Context: an optimization exercise on an open-source flow, tuned for small area. The choices shown serve that exercise and are no tape-out recipe.
In this exercise RTL edits were held to simulation tests only and were not proved equivalent to the original.

== xenon ==
// serve_code_gen
module serve_code_gen (
    input  wire         clk,
    input  wire         rst,           
    input  wire         start,
    output wire         ready,
    input  wire [255:0] key,           
    input  wire [31:0]  frame,
    input  wire [15:0]  line,
    input  wire [2:0]   head_id,
    input  wire [63:0]  nonce,
    input  wire [3:0]   bits,
    input  wire [1:0]   phases_log2,
    input  wire [2:0]   phase,
    output reg          out_valid,
    output wire [2:0]   out_index,
    output wire [119:0] offsets        
);
For scale: roughly 560 flip-flops, roughly 510 I/O pins, ~20000 um2 of cells after synthesis.
==> flow/config.mk <==
export PLATFORM = sky130hd
export DESIGN_NAME = serve_code_gen
export DESIGN_NICKNAME = serve_code_gen
export VERILOG_FILES = /design/flow/design.v
export SDC_FILE = /design/flow/constraint.sdc
export NUM_CORES = 8
export LEC_CHECK = 0
export CAP_MARGIN = 20
export CORE_MARGIN = 2
export CORE_UTILIZATION = 40
export PLACE_DENSITY = 0.6
export SLEW_MARGIN = 20
==> flow/constraint.sdc <==
create_clock -name core_clock -period 10.0 [get_ports {clk}]
set_input_delay 2.0000 -clock core_clock [delete_from_list [all_inputs] [get_ports {clk}]]
set_output_delay 2.0000 -clock core_clock [all_outputs]
set_load 0.01 [all_outputs]
standard.sh (not shown) runs the stock make flow with config.mk's settings and CLKGATE_MAP_FILE= SYNTH_SCRIPT=/design/flow/synth_recipe.tcl, a recipe that flattens the netlist after the stock synthesis.
==> flow/flow/run.sh <==
#!/bin/bash
# Layout flow: the standard layout (standard.sh), with three changes:
#  - synthesis runs first with an ABC mapping script (flow/map.abc) that keeps
#    the XOR structure of the S-box and MixColumns logic; registers, their
#    names and cell types are those of the standard synthesis, only the
#    combinational mapping differs;
#  - every input and output port still gets its own buffer, but of the
#    smallest buffer cell;
#  - the clock tree uses clkbuf_4 buffers, clusters of up to 10 flip-flops and
#    no dummy loads.
set -euo pipefail
W=$(pwd)

export BUFFER_PORTS_ARGS="-buffer_cell sky130_fd_sc_hd__buf_1"
export CTS_ARGS="-sink_clustering_enable -repair_clock_nets -dont_use_dummy_load -buf_list sky130_fd_sc_hd__clkbuf_4 -sink_clustering_size 10 -sink_clustering_max_diameter 45"

# The standard flow's synthesis script, with every abc call given flow/map.abc
{
  cat <<EOT
proc abc {args} {
  set i [lsearch \$args -script]
  if {\$i >= 0} { set args [lreplace \$args [expr {\$i + 1}] [expr {\$i + 1}] $W/flow/map.abc] }
  yosys abc {*}\$args
}
EOT
  cat "$W/synth_recipe.tcl"
} > "$W/own_synth.tcl"

# the standard make command, for the synth target and with the script above
cmd=$(grep '^make ' "$W/standard.sh")
cmd=${cmd//SYNTH_SCRIPT=/SYNTH_SCRIPT_UNUSED=}
cmd=${cmd/\"\$\{@:-finish\}\"/SYNTH_SCRIPT=$W/own_synth.tcl synth}
echo "$cmd" > "$W/own_synth_cmd.txt"
eval "$cmd" > "$W/synth.log" 2>&1

# the rest of the standard layout (floorplan .. finish), reusing that synthesis
bash "$W/standard.sh" > "$W/layout.log" 2>&1
==> flow/flow/map.abc <==
&get -n
&st
&dch
&nf -R 1000
&put
Edits applied to the flow inputs when going from xenon to quartz:
--- a/flow/design.v
+++ b/flow/design.v
@@ -148,20 +148,20 @@
     endfunction
     function [7:0] xtime(input [7:0] b);
         xtime = {b[6:0], 1'b0} ^ (b[7] ? 8'h1b : 8'h00);
     endfunction
     reg         busy;
     reg  [3:0]  i;         
     reg  [4:0]  P;         
     reg  [2:0]  blk;       
-    assign ready     = !busy;
     assign out_index = blk;
     wire accept = start && !busy;
     reg  ld;                           
+    assign ready = ld;
     wire last_blk = (blk == 3'd5);
     wire dp       = (P <= 5'd14);      
     wire p0       = (P == 5'd0);
     wire p14      = (P == 5'd14);
     reg [127:0] D, C, A, B;
     function [127:0] ring_next(input [127:0] nx, input [127:0] pt,
                                input l, input b);
         integer k;
@@ -360,30 +360,29 @@
         A <= ring_next({A15, A[127:8]}, A_ld, ld, busy);
         B <= ring_next({B15, B[127:8]}, B_ld, ld, busy);
         C <= ring_next({C0, C[127:8]}, C_ld, ld, busy);
         D    <= D_n;
         s1   <= (i[1:0] == 2'd3) ? kso : sout;
         s2   <= s1;
         dlyA <= A0;
         dlyB <= (dp && i == 4'd2) ? s2 : B0;
+        i <= accept ? 4'd0 : i + 4'd1;
         if (rst) begin
             busy      <= 1'b0;
             ld        <= 1'b1;
             out_valid <= 1'b0;
         end else begin
             out_valid <= busy && (P == 5'd14) && (i == 4'd15);
             if (accept) begin
                 busy <= 1'b1;
                 ld   <= 1'b0;
-                i    <= 4'd0;
                 P    <= 5'd0;
                 blk  <= 3'd0;
             end else if (busy) begin
-                i <= i + 4'd1;
                 if (i == 4'd15) begin
                     if (P == 5'd14 && last_blk) begin
                         busy <= 1'b0;
                         ld   <= 1'b1;
                     end
                     if (P == 5'd20) begin
                         P   <= 5'd0;
                         blk <= blk + 3'd1;
Results
quartz and xenon ended up with roughly the same sequential share of layout area. The synthesized cell count was comparable across quartz and xenon. Between quartz and xenon, the difference in delay of the slowest cell on the worst path is negligible. The number of global-route vias before repair on quartz is in line with that on xenon. Going from xenon to quartz, cell count flat, wire length flat, starting density of the core flat. Compared with xenon, in quartz placed cell area held, met2 layer usage reported by global route fell 0.75 points.

-- what the ideal ports hide --
In the flow no input, the clock included, has a driving cell. The finished layouts below were timed again as built, in two steps. Step 1, drivers: a clkbuf_16 drives clk and a buf_2 each remaining input, both assumed. Step 2 adds t to the input delays and takes it off the output delays; t is the mean of the earliest and latest rising clock arrival at the registers after step 1. Input paths then give back, and output paths get back, about the clock's delay inside the block. Slacks: ideal ports / drivers / drivers and shift; pairs: ideal ports / drivers.
run	shift t [ns]	setup slack, ns	latest minus earliest clock arrival (ns)
xenon	0.852	0.830 / 0.830 / 0.830	0.086 / 0.085
quartz	0.839	0.870 / 0.870 / 0.870	0.105 / 0.106
After both steps setup and hold are still met in every run listed.
